From an optimization exercise on the open Yosys and OpenROAD flow, aimed at small area, a short achievable clock period and few clock cycles per item; shortcuts taken in it are not production practice.
No run shown here included a check of the RTL's function; only the layout flow was run.
Power is estimated from default activity; no workload was simulated.

`design/flow/standard.sh`:
```
#!/bin/bash
# synth_recipe.tcl (not shown) runs the flow's synth.tcl, then flattens the netlist and writes it again
# the make line also repeats each setting of config.mk as NAME=value (left out here)
make -C /OpenROAD-flow-scripts/flow DESIGN_CONFIG=/design/flow/config.mk WORK_HOME=/design/flow/orfs CLKGATE_MAP_FILE= SYNTH_SCRIPT=/design/flow/synth_recipe.tcl "${@:-finish}"
```
`design/flow/design.v`:
```
module sk_add #(parameter W = 8) (
    input  wire [W-1:0] a,
    input  wire [W-1:0] b,
    input  wire         ci,
    output wire [W-1:0] s
);
    localparam L = (W <= 2) ? 1 : (W <= 4) ? 2 : (W <= 8) ? 3 : (W <= 16) ? 4 :
                   (W <= 32) ? 5 : (W <= 64) ? 6 : (W <= 128) ? 7 : 8;
    wire [W-1:0] p0 = a ^ b;
    wire [W-1:0] g0 = a & b;
    wire [W-1:0] gl [0:L];
    wire [W-1:0] pl [0:L];
    assign gl[0] = {g0[W-1:1], g0[0] | (p0[0] & ci)};
    assign pl[0] = p0;
    genvar lv, i;
    generate
        for (lv = 0; lv < L; lv = lv + 1) begin : lvl
            for (i = 0; i < W; i = i + 1) begin : bx
                if (((i >> lv) & 1) == 1) begin : op
                    assign gl[lv+1][i] = gl[lv][i] | (pl[lv][i] & gl[lv][((i >> lv) << lv) - 1]);
                    assign pl[lv+1][i] = pl[lv][i] & pl[lv][((i >> lv) << lv) - 1];
                end else begin : pass
                    assign gl[lv+1][i] = gl[lv][i];
                    assign pl[lv+1][i] = pl[lv][i];
                end
            end
        end
    endgenerate
    wire [W-1:0] gc = gl[L];
    assign s = p0 ^ {gc[W-2:0], ci};
endmodule
module gf_div3 (
    input  wire         clk,
    input  wire         rst,
    input  wire         ld,
    input  wire         nlt2,        
    input  wire         mz,          
    input  wire [95:0]  d_in,        
    input  wire [64:0]  e_in,        
    input  wire [104:0] m3_in,       
    input  wire [107:0] za_in,       
    input  wire [115:0] zf_in,       
    output reg          ov,
    output wire [63:0]  p,
    output wire [63:0]  a,
    output wire [63:0]  f
);
    reg        busy;
    reg [6:0]  cb;
    reg        fb_0, fb_1, fb_inc;
    wire [6:0] cb_n = ld ? 7'd0 : (busy ? cb + 7'd1 : cb);
    always @(posedge clk) begin
        if (rst) begin
            busy   <= 1'b0;
            cb     <= 7'd65;
            ov     <= 1'b0;
            fb_0   <= 1'b0;
            fb_1   <= 1'b0;
            fb_inc <= 1'b0;
        end else begin
            if (ld)
                busy <= 1'b1;
            else if (cb == 7'd65)
                busy <= 1'b0;
            cb     <= cb_n;
            ov     <= busy & ~ld & (cb_n == 7'd65);
            fb_0   <= (cb_n == 7'd0);
            fb_1   <= (cb_n == 7'd1);
            fb_inc <= (cb_n == 7'd64);
        end
    end
    reg        z_all;            
    reg        z_f;              
    reg        ovf;              
    reg [95:0]  dp;
    reg [96:0]  rp;
    reg [63:0]  lp;
    reg         qp;
    wire [96:0] sp;
    wire [96:0] op_p = {{1'b0, dp[95:48]} ^ {49{~rp[96]}}, dp[47:0] ^ {48{qp}}};
    sk_add #(97) u_divp (.a({rp[95:0], lp[63]}), .b(op_p), .ci(qp), .s(sp));
    wire        qp_raw = ~sp[96];
    wire [63:0] lp_inc;
    sk_add #(64) u_incp (.a({1'b0, lp[63:1]}), .b(64'd0), .ci(lp[0]), .s(lp_inc));
    reg [65:0]  da;
    reg [66:0]  ra;
    reg [64:0]  la;
    reg         qa;
    wire [66:0] sa;
    wire [66:0] op_a = {{1'b0, da[65:33]} ^ {34{~ra[66]}}, da[32:0] ^ {33{qa}}};
    sk_add #(67) u_diva (.a({ra[65:0], la[64]}), .b(op_a), .ci(qa), .s(sa));
    wire        qa_raw = ~sa[66];
    reg [105:0] df;
    reg [106:0] rf;
    reg [64:0]  lf;
    reg         qf;
    wire [106:0] sf;
    wire [106:0] op_f = {{1'b0, df[105:53]} ^ {54{~rf[106]}}, df[52:0] ^ {53{qf}}};
    sk_add #(107) u_divf (.a({rf[105:0], lf[64]}), .b(op_f), .ci(qf), .s(sf));
    wire        qf_raw = ~sf[106];
    wire qp_bit = qp_raw & ~z_all;
    wire qa_bit = z_all ? fb_1 : qa_raw;
    wire qf_bit = (qf_raw | (ovf & ~fb_0)) & ~z_f;
    always @(posedge clk) begin
        if (ld) begin
            z_all <= nlt2;
            z_f   <= nlt2 | mz;
            dp    <= d_in;
            da    <= {e_in, 1'b0};
            df    <= {m3_in, 1'b0};
        end
        ovf <= fb_0 ? qf_raw : ovf;
        rp <= ld ? {34'd0, m3_in[104:42]} : sp;
        lp <= ld ? {m3_in[41:0], 22'd0} : (fb_inc ? lp_inc : {lp[62:0], qp_bit});
        qp <= ld | qp_raw;
        ra <= ld ? {3'b0, za_in[107:44]} : sa;
        la <= ld ? {za_in[43:0], e_in[20:0]} : {la[63:0], qa_bit};
        qa <= ld | qa_raw;
        rf <= ld ? {10'd0, zf_in[115:19]} : sf;
        lf <= ld ? {zf_in[18:0], m3_in[45:0]} : {lf[63:0], qf_bit};
        qf <= ld | qf_raw;
    end
    assign p = lp;
    assign a = {~la[63], la[62:0]};
    assign f = lf[63:0];
endmodule
module gate_fit (
    input  wire         clk,
    input  wire         rst,
    input  wire         in_valid,
    output wire         in_ready,
    input  wire [31:0]  n,
    input  wire [79:0]  t1,
    input  wire [111:0] t2,
    output wire         out_valid,
    output wire [63:0]  p,
    output wire [63:0]  a,
    output wire [63:0]  f
);
    reg        a_busy;           
    reg [5:0]  s1;               
    reg        a_last;           
    reg        sel;              
    assign in_ready = ~a_busy | a_last;
    wire accept  = in_valid & in_ready;
    wire hand    = a_busy & a_last;          
    wire [5:0] s1_n = accept ? 6'd0 : (a_busy ? s1 + 6'd1 : s1);
    wire       run_n = accept | (a_busy & ~a_last);
    reg fa_0;      
    reg fa_e;      
    reg fa_b;      
    reg fa_11;     
    reg fa_12;     
    reg fa_d;      
    reg fa_17;     
    reg fa_23;     
    reg fa_5;      
    reg fa_32;     
    always @(posedge clk) begin
        if (rst) begin
            a_busy <= 1'b0;
            s1     <= 6'd32;
            a_last <= 1'b0;
            sel    <= 1'b0;
            fa_0 <= 1'b0; fa_e <= 1'b0; fa_b <= 1'b0; fa_11 <= 1'b0; fa_12 <= 1'b0;
            fa_d <= 1'b0; fa_17 <= 1'b0; fa_23 <= 1'b0; fa_5 <= 1'b0; fa_32 <= 1'b0;
        end else begin
            if (accept)
                a_busy <= 1'b1;
            else if (a_last)
                a_busy <= 1'b0;
            s1     <= s1_n;
            a_last <= run_n & (s1_n == 6'd32);
            if (hand)
                sel <= ~sel;
            fa_0  <= accept;
            fa_e  <= run_n & (s1_n < 6'd11);
            fa_b  <= run_n & (s1_n < 6'd17);
            fa_11 <= run_n & (s1_n == 6'd11);
            fa_12 <= run_n & (s1_n == 6'd12);
            fa_d  <= run_n & (s1_n >= 6'd13) & (s1_n < 6'd24);
            fa_17 <= run_n & (s1_n == 6'd17);
            fa_23 <= run_n & (s1_n == 6'd23);
            fa_5  <= run_n & (s1_n >= 6'd24) & (s1_n < 6'd32);
            fa_32 <= run_n & (s1_n == 6'd32);
        end
    end
    reg [31:0]  n_fix;           
    reg [33:0]  n3;              
    reg [32:0]  n_e;             
    reg         e_prev;          
    reg [37:0]  acc0;
    reg [32:0]  low0;
    wire [33:0] n3_in;
    sk_add #(34) u_add3 (.a({2'b0, n}), .b({1'b0, n, 1'b0}), .ci(1'b0), .s(n3_in));
    reg  e_neg, e_m1, e_m2, e_m3, e_m4;
    wire [2:0] ne_nx = accept ? n[2:0] : n_e[5:3];
    wire       ep_nx = accept ? 1'b0 : n_e[2];
    wire [2:0] ev_nx = {1'b0, ne_nx[1], 1'b0} + {2'b0, ne_nx[0]} + {2'b0, ep_nx};   
    wire [2:0] em_nx = ne_nx[2] ? (3'd4 - ev_nx) : ev_nx;                           
    wire [37:0] nmul = ({38{e_m1}} & {6'd0, n_fix}) |
                       ({38{e_m2}} & {5'd0, n_fix, 1'b0}) |
                       ({38{e_m3}} & {4'd0, n3}) |
                       ({38{e_m4}} & {4'd0, n_fix, 2'b0});
    wire [37:0] acc0_sum;
    sk_add #(38) u_add0 (.a(acc0), .b(nmul ^ {38{e_neg}}), .ci(e_neg), .s(acc0_sum));
    wire [64:0] e_val = {acc0[31:0], low0};
    always @(posedge clk) begin
        if (accept) begin
            n_fix <= n;
            n3    <= n3_in;
        end
        n_e    <= accept ? {1'b0, n} : {3'b0, n_e[32:3]};
        e_prev <= accept ? 1'b0 : n_e[2];
        e_neg  <= ne_nx[2] & ~(ne_nx[1] & ne_nx[0] & ep_nx);
        e_m1   <= (em_nx == 3'd1);
        e_m2   <= (em_nx == 3'd2);
        e_m3   <= (em_nx == 3'd3);
        e_m4   <= (em_nx == 3'd4);
        if (accept) begin
            acc0 <= {6'd0, n};
        end else if (fa_e) begin
            acc0 <= {{3{acc0_sum[37]}}, acc0_sum[37:3]};
            low0 <= {acc0_sum[2:0], low0[32:3]};
        end
    end
    reg [33:0]  n_m;             
    reg         brw_m;           
    reg         bm_prev;         
    reg [104:0] acc_m;
    reg [104:0] t1sh;            
    wire [1:0] mm1   = n_m[1:0] - {1'b0, brw_m};
    wire       mbw_o = brw_m & (n_m[1:0] == 2'b00);
    wire [1:0] nm_nx  = accept ? n[1:0] : n_m[3:2];
    wire       mbw_nx = accept ? 1'b1 : mbw_o;
    wire       mbp_nx = accept ? 1'b0 : mm1[1];
    wire [1:0] mm1_nx = nm_nx - {1'b0, mbw_nx};
    reg  mb_sub, mb_two, mb_one;
    wire [104:0] t1m = mb_two ? {t1sh[103:0], 1'b0} : (mb_one ? t1sh : 105'd0);
    wire [104:0] m_op = ({105{fa_b}} & (t1m ^ {105{mb_sub}})) |
                        ({105{fa_17}} & {acc_m[103:0], 1'b0});
    wire [104:0] acc_m_sum;
    sk_add #(105) u_addm (.a(acc_m), .b(m_op), .ci(fa_b & mb_sub), .s(acc_m_sum));
    always @(posedge clk) begin
        n_m     <= accept ? {2'b0, n} : {2'b0, n_m[33:2]};
        brw_m   <= accept ? 1'b1 : mbw_o;
        bm_prev <= accept ? 1'b0 : mm1[1];
        mb_sub  <= ~mm1_nx[1] & (mm1_nx[0] | mbp_nx);
        mb_two  <= (mm1_nx[1] & ~mm1_nx[0] & ~mbp_nx) | (~mm1_nx[1] & mm1_nx[0] & mbp_nx);
        mb_one  <= mm1_nx[0] ^ mbp_nx;
        t1sh    <= accept ? {32'd0, t1[72:0]} : {t1sh[102:0], 2'b0};
        acc_m   <= accept ? {t2[103:0], 1'b0} : acc_m_sum;
    end
    reg [107:0] xa;
    wire [62:0]  c2    = e_val[64:1];
    wire [107:0] w_val = {1'b0, c2, 1'b0, c2[62:20]};
    wire [107:0] xa_op = ({108{fa_0}}  & {2'd0, t1sh, 1'b0}) |
                         ({108{fa_11}} & w_val) |
                         ({108{fa_17}} & ~{1'b0, acc_m, 2'b0});
    wire [107:0] xa_sum;
    sk_add #(108) u_adda (.a(xa), .b(xa_op), .ci(fa_17), .s(xa_sum));
    always @(posedge clk)
        xa <= accept ? {2'd0, t2[104:0], 1'b0} : xa_sum;
    reg [32:0]  n_d;             
    reg         brw_d;           
    reg         d_prev;          
    reg [69:0]  acc1;
    reg [32:0]  low1;
    reg [115:0] xf;              
    wire [2:0] dm1   = n_d[2:0] - {2'b0, brw_d};
    wire       dbw_o = brw_d & (n_d[2:0] == 3'b000);
    wire [2:0] nd_nx  = fa_12 ? n_fix[2:0] : n_d[5:3];
    wire       dbw_nx = fa_12 ? 1'b1 : dbw_o;
    wire       dp_nx  = fa_12 ? 1'b0 : dm1[2];
    wire [2:0] dm1_nx = nd_nx - {2'b0, dbw_nx};
    wire [2:0] dv_nx  = {1'b0, dm1_nx[1], 1'b0} + {2'b0, dm1_nx[0]} + {2'b0, dp_nx};
    wire [2:0] dmg_nx = dm1_nx[2] ? (3'd4 - dv_nx) : dv_nx;
    reg  d_neg, d_m1, d_m2, d_m3, d_m4;
    wire [69:0] emul = ({70{d_m1}} & {5'd0, e_val}) |
                       ({70{d_m2}} & {4'd0, e_val, 1'b0}) |
                       ({70{d_m3}} & {3'd0, xf[66:0]}) |
                       ({70{d_m4}} & {3'd0, e_val, 2'b0});
    wire [69:0] acc1_sum;
    sk_add #(70) u_add1 (.a(acc1), .b(emul ^ {70{d_neg}}), .ci(d_neg), .s(acc1_sum));
    wire [95:0] d_val = {acc1[62:0], low1};
    wire [115:0] xf_op = ({116{fa_12}} & {xf[114:0], 1'b0}) |
                         ({116{fa_5}}  & {xf[113:0], 2'b0}) |
                         ({116{fa_32}} & {57'd0, acc_m[104:46]});
    wire [115:0] xf_sum;
    sk_add #(116) u_addf (.a(xf), .b(xf_op), .ci(1'b0), .s(xf_sum));
    always @(posedge clk) begin
        n_d    <= fa_12 ? {1'b0, n_fix} : {3'b0, n_d[32:3]};
        brw_d  <= fa_12 ? 1'b1 : dbw_o;
        d_prev <= fa_12 ? 1'b0 : dm1[2];
        d_neg  <= dm1_nx[2] & ~(dm1_nx[1] & dm1_nx[0] & dp_nx);
        d_m1   <= (dmg_nx == 3'd1);
        d_m2   <= (dmg_nx == 3'd2);
        d_m3   <= (dmg_nx == 3'd3);
        d_m4   <= (dmg_nx == 3'd4);
        if (fa_12) begin
            acc1 <= 70'd0;
        end else if (fa_d) begin
            acc1 <= {{3{acc1_sum[69]}}, acc1_sum[69:3]};
            low1 <= {acc1_sum[2:0], low1[32:3]};
        end
        xf <= fa_11 ? {51'd0, e_val} :
              fa_23 ? {20'd0, acc1_sum[65:0], low1[32:3]} : xf_sum;
    end
    wire        nlt2 = (n_fix[31:1] == 31'd0);
    wire        m3z  = (acc_m == 105'd0);
    wire        ov0, ov1;
    wire [63:0] p0, a0, f0, p1, a1, f1;
    gf_div3 u_b0 (.clk(clk), .rst(rst), .ld(hand & ~sel), .nlt2(nlt2), .mz(m3z), .d_in(d_val),
                  .e_in(e_val), .m3_in(acc_m), .za_in(xa), .zf_in(xf_sum),
                  .ov(ov0), .p(p0), .a(a0), .f(f0));
    gf_div3 u_b1 (.clk(clk), .rst(rst), .ld(hand & sel), .nlt2(nlt2), .mz(m3z), .d_in(d_val),
                  .e_in(e_val), .m3_in(acc_m), .za_in(xa), .zf_in(xf_sum),
                  .ov(ov1), .p(p1), .a(a1), .f(f1));
    assign out_valid = ov0 | ov1;
    assign p = (p0 & {64{ov0}}) | (p1 & {64{ov1}});
    assign a = (a0 & {64{ov0}}) | (a1 & {64{ov1}});
    assign f = (f0 & {64{ov0}}) | (f1 & {64{ov1}});
endmodule
```
`design/flow/flow/run.sh`:
```
#!/bin/bash
# The standard layout (the standard.sh, every step unchanged), except that
# the port buffers that global placement inserts on every input and output are
# the platform's smallest buffer, buf_1, instead of the automatically chosen one.
set -euo pipefail
cd "$(dirname "$0")/.."
bash standard.sh "BUFFER_PORTS_ARGS=-buffer_cell sky130_fd_sc_hd__buf_1" finish > standard_make.log 2>&1
```
`design/flow/config.mk`:
```
export PLATFORM = sky130hd
export DESIGN_NAME = gate_fit
export DESIGN_NICKNAME = gate_fit
export VERILOG_FILES = /design/flow/design.v
export SDC_FILE = /design/flow/constraint.sdc
export NUM_CORES = 8
export LEC_CHECK = 0
export CAP_MARGIN = 20
export CORE_MARGIN = 2
export CORE_UTILIZATION = 50
export CTS_CLUSTER_DIAMETER = 100
export CTS_CLUSTER_SIZE = 25
export PLACE_DENSITY = 0.65
export SETUP_SLACK_MARGIN = 5
export SLEW_MARGIN = 20
```
`design/flow/constraint.sdc`:
```
create_clock -name core_clock -period 10.0 [get_ports {clk}]
set_input_delay 2.0000 -clock core_clock [delete_from_list [all_inputs] [get_ports {clk}]]
set_output_delay 2.0000 -clock core_clock [all_outputs]
set_load 0.01 [all_outputs]
```
==> qor.csv, run 1 <==
metric;value;unit
CP Capture Type;flop;
largest net degree at the start of global routing;220;
largest buffer count on any clock path;3;
share of the synthesized area in the top cell type;0.248;
initial antenna violation count;49;
multiplexer share of the synthesized area;0.0143;
clk sink count;2290;
Syn Area/Cell;9.23;um2
crit path cell chain;a222oi_1 > xor2_1 > fa_2 > nand3b_1 > a31oi_4 > o41ai_4 > a2111oi_2 > buf_4 > o21ai_4 > o41ai_4 > and3b_2 > nor3_2 > nand3b_1 > a211o_1 > fa_2 > nor2_1 > nand2_1 > o21ai_1;
Antenna Nets Post-Route;0;
cell count after synthesis;13900;
CTS tree;done;
Synthesized Nets;15200;
Die Y;511;um
most common library cell in the layout ignoring fill and taps;nand2_1;
Total GRT Usage;0.318;
# hold bufs at CTS;0;
#FFs+latches synth;2290;
# IOs;421;
dpl cells;17200;
row cnt;186;
top sig layer;met5;
CP Data Required Time;10.71;ns
slowest cell delay on critical path;1.01;ns
final net count;15400;
CTS H-tree lvls;3;
Sequential Power Share;0.306;
largest family of logic cells by synthesized area;compound AO/OA/AOI/OAI gates;
CP Launch Type;flop;
Slowest-stage cell, CP;a222oi_1;
Core Footprint;0.256;mm2
yosys warns;12;
Post-Route Setup TNS;0;ns
DP HPWL;318000;um
Post-synth top flop;dfxtp_1;
Leak;0.0591;uW
P per Cell Area;353;mW/mm2
die footprint;0.261;mm2
DRT Wirelength;436000;um
WP data arrival;6.29;ns
global-route wire length before repair;625000;um
Synth Area in Simple Gates;0.139;
top achievable clock speed;179;MHz
Initial Utilization;0.501;
most frequent cells in the layout;nand2_1, dfxtp_1, ha_1, nor2_1, o21ai_0;
Met1 Wirelength;182000;um
DR WL met2;185000;um
relative slew slack;0.225;
number of port buffers;406;
Root Driver;clkbuf_16;
R2R setup slack;4.42;ns
total congestion overflow;0;
WS Path Type;flop to flop;
Worst Clk Skew;0.0745;ns
clk slew on worst S/H paths;0.11;ns
Clk Latency, worst-skew pair;0.88;ns
minimum clock period;5.58;ns
sw frac;0.457;
Peak VDD IR;0.202;mV
cts bufs inserted;113;
Netlist cell types;92;
Post-Syn Area;0.128;mm2
Final Max Tran Viols;0;
drt pass-1 iters;14;
Synth async-reset ratio;0;
NetSw;22600;uW
Die X;511;um
met3 wire len;45300;um
number of global-route vias before repair;95400;
DR DRC count;0;
post-synthesis xor/xnor area fraction;0.110;
EDFF count, synth;701;
sequential fraction of the synthesis area;0.412;
Final Setup Violations;0;
Synth Area in Compound Gates;0.182;
worst-margin pin slew;1.16;ns
Comb pwr share;0.579;
area share of fa/ha/maj cells after synthesis;0.112;
WL/cell;24.8;um
Placer Congestion;0.984;
top post-synthesis cells by area;dfxtp_1, edfxtp_1, ha_1;
largest area contributor in the netlist;dfxtp_1;
share of layout cells above drive strength 1;0.0597;
period utilization;0.558;
final-report hold violation count;0;
clock power share;0.115;
Layout area overhead;9.33;%
HP Class;flop to flop;
drt initial violations;12400;
Int Pwr;26900;uW
RSZ-0062 raised after global routing;true;
worst-path fanout max;3;
total number of vias;106000;
Max Cap Violations;0;
Vias/cell;6.00;
status;finished clean;
fin cells;17600;
## power groups by stage
stage               sequential (uW)  clock [uW]  combinational (uW)
floorplan                     14000           0               20300
global route                  15300        6060               31500
finish                        15200        5690               28600
CTS                           15100        5750               27800
detailed placement            15300           0               26800
global placement              15300           0               26500
## sequential cells by signal, indices dropped and copies added, names as in the netlist, 105 cells and up
register / count
xf: 116
u_b1.df: 105
acc_m: 105
u_b0.df: 105
xa: 108
u_b0.rf: 107
t1sh: 105
u_b1.rf: 107
## routing by layer
layer / track usage / vias up
met5: 0 / -
met4: 0.151 / 6
met3: 0.0676 / 783
met2: 0.477 / 4574
met1: 0.438 / 50700
li1: - / 49600
## synthesized netlist by cell type, types with 95 or more instances
library cell and instances:
a21o_1 397, a21oi_1 868, nor2b_1 100, edfxtp_1 701
nor3_1 159, o211ai_1 112, nor2_1 938, nand2_1 2163
nand4_1 141, inv_1 396, and2_1 106, o21a_1 118
o21ai_0 914, xor2_1 805, o31ai_1 102, ha_1 1015
a221oi_1 112, a22o_1 421, mux2i_1 146, buf_1 95
dfxtp_1 1589, nand3_1 154, xnor2_1 801, clkbuf_1 545
## kinds of logic (layout without fill, tap and decap cells)
group	count (synthesis)	count (layout)
compound gates	3572	3572
xor+xnor	1606	1606
fa+ha+maj	1096	1096
buf+inv	1046	1339
flops	2290	2290
mux	179	179
other cells	0	22
simple gates	4117	4117
## worst max-delay path, delay by kind of cell (launching register included)
family,cells,cell delay (ns)
adder cells (fa/ha/maj),2,1.01
buffers and inverters,1,0.21
AND/OR/NAND/NOR,6,0.94
XOR/XNOR,1,0.23
AO/OA/AOI/OAI,8,2.53
flip-flops,1,0.50
## path summary, 6_finish.rpt
| path | from | to | cells after the start |
|---|---|---|---|
| max reg2reg | low0[0]$_DFFE_PP_ | xf[94]$_SDFF_PP0_ | 18 |
| min | n_m[9]$_DFF_P_ | n_m[7]$_DFF_P_ | 2 |
| min reg2reg | n_m[9]$_DFF_P_ | n_m[7]$_DFF_P_ | 2 |
| max | low0[0]$_DFFE_PP_ | xf[94]$_SDFF_PP0_ | 18 |
## final cells by class
type	count	area (um2)
fill	23200	116000
multi-input combinational	10600	73000
sequential	2290	53000
timing repair buffer	732	4860
tap	3384	4230
clock buffer	173	3220
inverter	397	1540
clock inverter	37	443
antenna	22	55.1
## through the flow
stage | setup WS (ns) | area, um2 | utilization | power, uW | hold WS [ns]
floorplan | 5.00 | 128000 | - | 34300 | 0.399
global placement | 2.84 | 133000 | 0.521 | 41800 | 0.406
detailed placement | 2.85 | 133000 | 0.521 | 42100 | 0.405
CTS | 4.67 | 139000 | 0.543 | 48600 | 0.422
global route | 4.31 | 140000 | 0.548 | 52900 | 0.436
finish | 4.42 | 140000 | 0.548 | 49500 | 0.423
## timing repair
item | in CTS | in global routing
pin swaps | 33 | 64
resized for setup | 238 | 137
endpoints found under the setup margin | 551 | 288
setup buffers | 80 | 54
cloned | 2 | 6
==> run 2, diff against run 1 <==
--- a/design/flow/config.mk
+++ b/design/flow/config.mk
@@ -10,6 +10,6 @@
 export CORE_UTILIZATION = 50
 export CTS_CLUSTER_DIAMETER = 100
 export CTS_CLUSTER_SIZE = 25
-export PLACE_DENSITY = 0.65
+export PLACE_DENSITY = 0.7
 export SETUP_SLACK_MARGIN = 5
 export SLEW_MARGIN = 20
==> run 2 against run 1 <==
Effect of this change:
- utilization up 0.17 points
- register-to-register slack better by 0.28 ns
- final area up 0.30%
- critical path type unchanged
- largest power group unchanged
- highest routed layer unchanged
==> qor.csv, run 2 <==
metric;value;unit
CTS tree;done;
largest area contributor in the netlist;dfxtp_1;
Vias/cell;6.02;
Synthesized Nets;15200;
period utilization;0.530;
relative slew slack;0.183;
Final Setup Violations;0;
critical path startpoint;d_m3$_DFF_P_;
top post-synthesis cells by area;dfxtp_1, edfxtp_1, ha_1;
R2R setup slack;4.70;ns
final net count;15400;
Die Y;511;um
met3 wire len;48500;um
Syn Area/Cell;9.23;um2
Peak VDD IR;0.197;mV
max FFs per register;116;
minimum clock period;5.30;ns
Core Footprint;0.256;mm2
total number of vias;106000;
CTS H-tree lvls;3;
cell count after synthesis;13900;
CP Data Required Time;10.65;ns
CP Capture Type;flop;
Post-synth top flop;dfxtp_1;
total chip power;49400;uW
#FFs+latches synth;2290;
Layout area overhead;9.66;%
most frequent cells in the layout;nand2_1, dfxtp_1, ha_1, nor2_1, o21ai_0;
DP HPWL;313000;um
DR DRC count;0;
fin area;0.141;mm2
Max Cap Violations;0;
R2R Path Start;d_m3$_DFF_P_;
sequential fraction of the synthesis area;0.412;
most common cell in the synthesized netlist;nand2_1;
Biggest register;xf;
Synth async-reset ratio;0;
total congestion overflow;0;
P per Cell Area;351;mW/mm2
Post-Route Setup TNS;0;ns
R2R depth;18;
EDFF count, synth;701;
final-report hold violation count;0;
drt pass-1 iters;15;
Initial Utilization;0.501;
Root Driver;clkbuf_16;
initial antenna violation count;37;
status;finished clean;
worst-margin pin slew;1.22;ns
most common library cell in the layout ignoring fill and taps;nand2_1;
RSZ-0062 raised after global routing;true;
Clk Latency, worst-skew pair;0.85;ns
WP data arrival;5.96;ns
CP Launch Type;flop;
HP Class;flop to flop;
Worst Clk Skew;0.0762;ns
top sig layer;met5;
number of port buffers;406;
clk sink count;2290;
# IOs;421;
Die X;511;um
number of global-route vias before repair;96600;
die footprint;0.261;mm2
Post-synth top cells;nand2_1, dfxtp_1, ha_1;
worst-path fanout max;7;
clk slew on worst S/H paths;0.10;ns
WS Path Type;flop to flop;
largest net degree at the start of global routing;195;
WL/cell;24.4;um
Netlist cell types;92;
DRT Wirelength;430000;um
biggest regs;xf x116, xa x108;
Met1 Wirelength;172000;um
Placer Congestion;1.00;
row cnt;186;
global-route wire length before repair;621000;um
cts bufs inserted;108;
yosys warns;12;
DR WL met2;181000;um
top achievable clock speed;189;MHz
Placed Area;0.133;mm2
largest buffer count on any clock path;3;
Slowest-stage cell, CP;a222oi_1;
crit path cell chain;a222oi_1 > xor2_1 > fa_2 > nand3b_1 > a31oi_4 > o41ai_4 > a2111oi_2 > buf_4 > o21ai_4 > o41ai_4 > and3b_2 > nor3_4 > nand3b_1 > a211o_1 > fa_2 > nor2_1 > nand2_1 > o21ai_1;
drt initial violations;12900;
slowest cell delay on critical path;0.86;ns
RR Endpoint;xf[94]$_SDFF_PP0_;
Antenna Nets Post-Route;0;
Total GRT Usage;0.314;
share of layout cells above drive strength 1;0.0638;
fillers;23000;
share of the synthesized area in the top cell type;0.248;
Post-Syn Area;0.128;mm2
Leak;0.0591;uW
Worst setup endpoint;xf[94]$_SDFF_PP0_;
Final Max Tran Viols;0;
run 2: cell count changes in the layout (fill, tap and decap cells not counted), sizes merged:
| cell | previous run | this run |
|---|---|---|
| diode | 22 | 15 |
| clkinv | 12 | 11 |
| buf | 723 | 739 |
| clkbuf | 181 | 177 |
| inv | 417 | 412 |
| bufbuf | 1 | 4 |
run 2: worst min-delay path by stage:
stage	start	end	slack [ns]	cells after the start
finish	n_m[16]$_DFF_P_	n_m[14]$_DFF_P_	0.42	2
global route	n_m[8]$_DFF_P_	n_m[6]$_DFF_P_	0.44	2
CTS	n_m[25]$_DFF_P_	n_m[23]$_DFF_P_	0.42	2
detailed placement	n_m[25]$_DFF_P_	n_m[23]$_DFF_P_	0.41	2
global placement	n_m[13]$_DFF_P_	n_m[11]$_DFF_P_	0.40	2
floorplan	n_m[4]$_DFF_P_	n_m[2]$_DFF_P_	0.40	2
run 2: cell families (layout without fill, tap and decap cells):
group / Yosys count / after routing / share of synthesized area
and+or+nand+nor: 4117 / 4117 / 0.139
AOI/OAI and AO/OA: 3572 / 3572 / 0.182
DFF: 2290 / 2290 / 0.412
xor gates and xnor gates: 1606 / 1606 / 0.110
adders and majority gates: 1096 / 1096 / 0.112
buffers and inverters: 1046 / 1348 / 0.0312
muxes: 179 / 179 / 0.0143
other: 0 / 15 / 0
run 2: stage by stage:
stage,std cells,utilization,setup WS [ns],hold slack (ns)
floorplan,13900,-,5.00,0.399
global placement,17200,0.520,2.88,0.405
detailed placement,17200,0.520,2.85,0.405
CTS,17500,0.543,4.67,0.423
global route,17600,0.550,4.65,0.443
finish,17600,0.550,4.70,0.424
run 2: final cells by class:
class | instances | area [um2] | area share
timing repair inverter | 1 | 11.3 | 0.0000800
timing repair buffer | 750 | 5220 | 0.0371
sequential | 2290 | 53000 | 0.377
inverter | 397 | 1550 | 0.0110
clock inverter | 30 | 309 | 0.00220
antenna | 15 | 37.5 | 0.000267
multi-input combinational | 10600 | 73400 | 0.521
clock buffer | 170 | 3000 | 0.0213
tap | 3384 | 4230 | 0.0301
run 2: per-layer routing:
metal | track usage | vias up
met4 | 0.179 | 10
met3 | 0.0715 | 920
li1 | - | 49600
met5 | 0 | -
met1 | 0.418 | 50400
met2 | 0.469 | 5026
run 2: worst max-delay path, delay by kind of cell (launching register included):
kind | cells | cell delay (ns)
adder cells (fa/ha/maj) | 2 | 0.96
buffers and inverters | 1 | 0.22
AND/OR/NAND/NOR | 6 | 0.88
flip-flops | 1 | 0.43
XOR/XNOR | 1 | 0.21
AO/OA/AOI/OAI | 8 | 2.38
run 2: power breakdown:
group	leakage [uW]	switching, uW	total (uW)	internal, uW
clock network	0.00159	3220	5380	2160
logic	0.0379	16700	28800	12100
registers	0.0195	2660	15200	12600
total	0.0591	22600	49400	26900
run 2: repair_timing:
action | 4_1_cts | 5_1_grt
endpoints found under the setup margin | 555 | 270
resized for setup | 274 | 191
hold endpoints to repair | 0 | 0
setup buffers | 90 | 72
gates cloned | 4 | 6
pin swaps | 39 | 92
hold buffers | 0 | 0
==> run 3, diff against run 2 <==
--- a/design/flow/design.v
+++ b/design/flow/design.v
@@ -149,6 +149,7 @@
     reg fa_0;      
     reg fa_e;      
     reg fa_b;      
+    reg fa_10;     
     reg fa_11;     
     reg fa_12;     
     reg fa_d;      
@@ -162,7 +163,7 @@
             s1     <= 6'd32;
             a_last <= 1'b0;
             sel    <= 1'b0;
-            fa_0 <= 1'b0; fa_e <= 1'b0; fa_b <= 1'b0; fa_11 <= 1'b0; fa_12 <= 1'b0;
+            fa_0 <= 1'b0; fa_e <= 1'b0; fa_b <= 1'b0; fa_10 <= 1'b0; fa_11 <= 1'b0; fa_12 <= 1'b0;
             fa_d <= 1'b0; fa_17 <= 1'b0; fa_23 <= 1'b0; fa_5 <= 1'b0; fa_32 <= 1'b0;
         end else begin
             if (accept)
@@ -176,6 +177,7 @@
             fa_0  <= accept;
             fa_e  <= run_n & (s1_n < 6'd11);
             fa_b  <= run_n & (s1_n < 6'd17);
+            fa_10 <= run_n & (s1_n == 6'd10);
             fa_11 <= run_n & (s1_n == 6'd11);
             fa_12 <= run_n & (s1_n == 6'd12);
             fa_d  <= run_n & (s1_n >= 6'd13) & (s1_n < 6'd24);
@@ -269,9 +271,9 @@
     reg [115:0] xf;              
     wire [2:0] dm1   = n_d[2:0] - {2'b0, brw_d};
     wire       dbw_o = brw_d & (n_d[2:0] == 3'b000);
-    wire [2:0] nd_nx  = fa_12 ? n_fix[2:0] : n_d[5:3];
-    wire       dbw_nx = fa_12 ? 1'b1 : dbw_o;
-    wire       dp_nx  = fa_12 ? 1'b0 : dm1[2];
+    wire [2:0] nd_nx  = fa_11 ? n_fix[2:0] : n_d[5:3];
+    wire       dbw_nx = fa_11 ? 1'b1 : dbw_o;
+    wire       dp_nx  = fa_11 ? 1'b0 : dm1[2];
     wire [2:0] dm1_nx = nd_nx - {2'b0, dbw_nx};
     wire [2:0] dv_nx  = {1'b0, dm1_nx[1], 1'b0} + {2'b0, dm1_nx[0]} + {2'b0, dp_nx};
     wire [2:0] dmg_nx = dm1_nx[2] ? (3'd4 - dv_nx) : dv_nx;
@@ -280,18 +282,22 @@
                        ({70{d_m2}} & {4'd0, e_val, 1'b0}) |
                        ({70{d_m3}} & {3'd0, xf[66:0]}) |
                        ({70{d_m4}} & {3'd0, e_val, 2'b0});
+    reg  [69:0] emul_r;
+    reg         dneg_r;
     wire [69:0] acc1_sum;
-    sk_add #(70) u_add1 (.a(acc1), .b(emul ^ {70{d_neg}}), .ci(d_neg), .s(acc1_sum));
+    sk_add #(70) u_add1 (.a(acc1), .b(emul_r), .ci(dneg_r), .s(acc1_sum));
     wire [95:0] d_val = {acc1[62:0], low1};
-    wire [115:0] xf_op = ({116{fa_12}} & {xf[114:0], 1'b0}) |
+    wire [115:0] xf_op = ({116{fa_11}} & {xf[114:0], 1'b0}) |
                          ({116{fa_5}}  & {xf[113:0], 2'b0}) |
                          ({116{fa_32}} & {57'd0, acc_m[104:46]});
     wire [115:0] xf_sum;
     sk_add #(116) u_addf (.a(xf), .b(xf_op), .ci(1'b0), .s(xf_sum));
     always @(posedge clk) begin
-        n_d    <= fa_12 ? {1'b0, n_fix} : {3'b0, n_d[32:3]};
-        brw_d  <= fa_12 ? 1'b1 : dbw_o;
-        d_prev <= fa_12 ? 1'b0 : dm1[2];
+        n_d    <= fa_11 ? {1'b0, n_fix} : {3'b0, n_d[32:3]};
+        brw_d  <= fa_11 ? 1'b1 : dbw_o;
+        d_prev <= fa_11 ? 1'b0 : dm1[2];
+        emul_r <= emul ^ {70{d_neg}};
+        dneg_r <= d_neg;
         d_neg  <= dm1_nx[2] & ~(dm1_nx[1] & dm1_nx[0] & dp_nx);
         d_m1   <= (dmg_nx == 3'd1);
         d_m2   <= (dmg_nx == 3'd2);
@@ -303,7 +309,7 @@
             acc1 <= {{3{acc1_sum[69]}}, acc1_sum[69:3]};
             low1 <= {acc1_sum[2:0], low1[32:3]};
         end
-        xf <= fa_11 ? {51'd0, e_val} :
+        xf <= fa_10 ? {51'd0, acc0_sum[34:3], acc0_sum[2:0], low0[32:3]} :
               fa_23 ? {20'd0, acc1_sum[65:0], low1[32:3]} : xf_sum;
     end
     wire        nlt2 = (n_fix[31:1] == 31'd0);
--- a/design/flow/config.mk
+++ b/design/flow/config.mk
@@ -10,6 +10,6 @@
 export CORE_UTILIZATION = 50
 export CTS_CLUSTER_DIAMETER = 100
 export CTS_CLUSTER_SIZE = 25
-export PLACE_DENSITY = 0.7
+export PLACE_DENSITY = 0.65
 export SETUP_SLACK_MARGIN = 5
 export SLEW_MARGIN = 20
==> run 3 against run 2 <==
Effect of this change:
- still clean
- hold slack worse by 0.0015 ns
- via count about the same
- sequential power about the same
- combinational power decreased by 2%
- final area up 1.8%
- sequential share of layout area rose by 0.27 points
- non-clock buffer count grew 119
==> qor.csv, run 3 <==
metric;value;unit
status;finished clean;
slowest cell delay on critical path;0.38;ns
Die Y;512;um
Post-Route Setup TNS;0;ns
Die X;512;um
R2R depth;25;
Max Cap Violations;0;
worst-path fanout max;7;
R2R setup slack;4.73;ns
row cnt;186;
# hold bufs at CTS;0;
period utilization;0.527;
number of port buffers;406;
final net count;15500;
Vias/cell;6.00;
most frequent cells in the layout;nand2_1, dfxtp_1, ha_1, o21ai_0, nor2_1;
Post-synth top flop;dfxtp_1;
DR DRC count;0;
relative slew slack;0.0851;
# IOs;421;
top achievable clock speed;190;MHz
worst-margin pin slew;1.37;ns
Antenna Nets Post-Route;0;
CP Launch Type;flop;
number of buffers and inverters on the critical path;8;
Initial Utilization;0.503;
DP HPWL;321000;um
WS Path Type;flop to flop;
Core Footprint;0.257;mm2
most common cell in the synthesized netlist;nand2_1;
Total GRT Usage;0.323;
total number of vias;106000;
CTS tree;done;
WL/cell;25.1;um
Netlist cell types;89;
CP Data Required Time;10.76;ns
Final Max Tran Viols;0;
RSZ-0062 raised after global routing;true;
Biggest register;xf;
Clk Latency, worst-skew pair;0.86;ns
RR Endpoint;u_b0.rf[84]$_DFF_P_;
clk slew on worst S/H paths;0.10;ns
share of layout cells above drive strength 1;0.0754;
global-route wire length before repair;638000;um
EDFF count, synth;701;
cell count after synthesis;13800;
yosys warns;12;
CTS H-tree lvls;3;
minimum clock period;5.27;ns
Syn Area/Cell;9.33;um2
WP data arrival;6.03;ns
share of the synthesized area in the top cell type;0.257;
max FFs per register;116;
Synthesized Nets;15200;
hold_ws;0.422;ns
#FFs+latches synth;2359;
CP delay by family, top;compound AO/OA/AOI/OAI gates;
Worst Clk Skew;0.0584;ns
largest area contributor in the netlist;dfxtp_1;
most common library cell in the layout ignoring fill and taps;nand2_1;
largest net degree at the start of global routing;205;
Slowest-stage cell, CP;dfxtp_4;
die footprint;0.262;mm2
Root Driver;clkbuf_16;
critical path startpoint;fa_11$_SDFF_PP0_;
Placer Congestion;0.983;
DRT Wirelength;443000;um
R2R Path Start;fa_11$_SDFF_PP0_;
Synth async-reset ratio;0;
CP Capture Type;flop;
sequential fraction of the synthesis area;0.420;
drt pass-1 iters;10;
Final Setup Violations;0;
cts bufs inserted;114;
initial antenna violation count;46;
Leak;0.0608;uW
P per Cell Area;345;mW/mm2
HP Class;flop to flop;
drt initial violations;11900;
Crit path depth;25;
biggest regs;xf x116, xa x108;
final-report hold violation count;0;
Worst setup endpoint;u_b0.rf[84]$_DFF_P_;
Post-synth top cells;nand2_1, dfxtp_1, ha_1;
top post-synthesis cells by area;dfxtp_1, edfxtp_1, ha_1;
Layout area overhead;11.0;%
clk sink count;2359;
largest buffer count on any clock path;3;
number of global-route vias before repair;97100;
total congestion overflow;0;
Post-Syn Area;0.129;mm2
Peak VDD IR;0.220;mV
==> run 3: cell count changes after synthesis, moves of 34 or more <==
| cell | before | now |
|---|---|---|
| a21o_1 | 397 | 439 |
| dfxtp_1 | 1589 | 1658 |
| nor2_1 | 938 | 869 |
| a22oi_1 | 36 | 93 |
| o211ai_1 | 112 | 37 |
| o21ai_0 | 914 | 961 |
| nand2_1 | 2163 | 2030 |
| o21a_1 | 118 | 152 |
==> run 3: worst min path at each step <==
stage | from | endpoint | slack [ns] | cells after the start
after floorplan | d_neg$_DFF_P_ | emul_r[68]$_DFF_P_ | 0.33 | 0
after global placement | n_m[24]$_DFF_P_ | n_m[22]$_DFF_P_ | 0.41 | 2
after detailed placement | n_e[24]$_DFF_P_ | n_e[21]$_DFF_P_ | 0.41 | 2
after CTS | n_e[7]$_DFF_P_ | n_e[4]$_DFF_P_ | 0.42 | 2
after global routing | n_e[28]$_DFF_P_ | n_e[25]$_DFF_P_ | 0.44 | 2
final | n_e[7]$_DFF_P_ | n_e[4]$_DFF_P_ | 0.42 | 2
==> run 3: logic make-up (layout without fill, tap and decap cells) <==
| family | count (synthesis) | count (layout) | synth area share |
|---|---|---|---|
| compound gates | 3623 | 3623 | 0.183 |
| other cells | 0 | 23 | 0 |
| buf+inv | 1027 | 1450 | 0.0301 |
| flops | 2359 | 2359 | 0.420 |
| fa+ha+maj | 1097 | 1097 | 0.111 |
| simple gates | 4002 | 4002 | 0.136 |
| mux | 152 | 152 | 0.0121 |
| xor+xnor | 1578 | 1578 | 0.107 |
==> run 3: cell type report <==
cell class	instances	area [um2]
clock buffer	168	3170
inverter	371	1430
sequential	2359	54400
tap	3384	4230
timing repair buffer	869	6250
antenna	23	57.6
fill	23200	114000
multi-input combinational	10500	73300
clock inverter	42	561
==> run 3: worst min-delay path: cells and delay by family, from the launching register on <==
| kind | cells | cell delay (ns) |
|---|---|---|
| AND/OR/NAND/NOR | 2 | 0.09 |
| flip-flops | 1 | 0.31 |
==> run 3: through the flow <==
| stage | utilization | total power, uW | std cells | instance area, um2 | worst slack (ns) |
|---|---|---|---|---|---|
| floorplan | - | 33400 | 13800 | 129000 | 5.00 |
| global placement | 0.523 | 41000 | 17200 | 134000 | 3.23 |
| detailed placement | 0.523 | 41400 | 17200 | 134000 | 3.11 |
| CTS | 0.548 | 48200 | 17500 | 141000 | 4.87 |
| global route | 0.558 | 52600 | 17600 | 143000 | 4.56 |
| finish | 0.558 | 49400 | 17700 | 143000 | 4.73 |
==> run 3: routing by layer <==
metal | GRT usage | up-vias | part of all wire | wire, um
met5 | 0 | - | 0.00013 | 56
met3 | 0.0558 | 908 | 0.093 | 41000
li1 | - | 49700 | - | -
met1 | 0.437 | 50900 | 0.41 | 183000
met2 | 0.485 | 4599 | 0.42 | 188000
met4 | 0.187 | 8 | 0.070 | 30900
==> run 3: power by group <==
| group | internal, uW | switching [uW] |
|---|---|---|
| clock | 2410 | 3420 |
| combinational | 11700 | 16500 |
| sequential | 12900 | 2420 |
==> run 3: repair_timing <==
item / CTS / global route
buffers inserted: 123 / 102
gates cloned: 11 / 10
setup endpoints to repair: 484 / 285
resized for setup: 275 / 292
pin swaps: 78 / 155

## static timing again, ports no longer ideal
No port has a modelled driver above. Below, the same layouts with a new extraction and two added sets of constraints.
Step 1 sets driving cells, clkbuf_16 on the clock port and buf_2 on the other inputs (assumed; they add their load-dependent delay and slew).
Step 2 moves the port delays by t, midway between the first and last clock arrival at a register: inputs arrive t later, outputs are due t later. That takes back most of the time a late clock gives input paths.
a / b / c = no drivers / after step 1 / after step 2; a / b = the first two.
run	t, ns	slack for setup (ns)	hold slack, ns	worst setup path at the end	worst data-port slew with drivers (ns)
run 1	0.928	4.419 / 4.419 / 4.354	0.423 / 0.423 / 0.423	input to register	0.05
run 2	0.922	4.699 / 4.699 / 4.400	0.424 / 0.424 / 0.424	input to register	0.07
run 3	0.945	4.733 / 4.733 / 4.362	0.422 / 0.422 / 0.422	input to register	0.09
After both steps setup and hold are still met in every run listed. For run 3, which loses most, drivers alone change the setup slack by 0.000 ns; drivers and shift together by -0.371 ns.
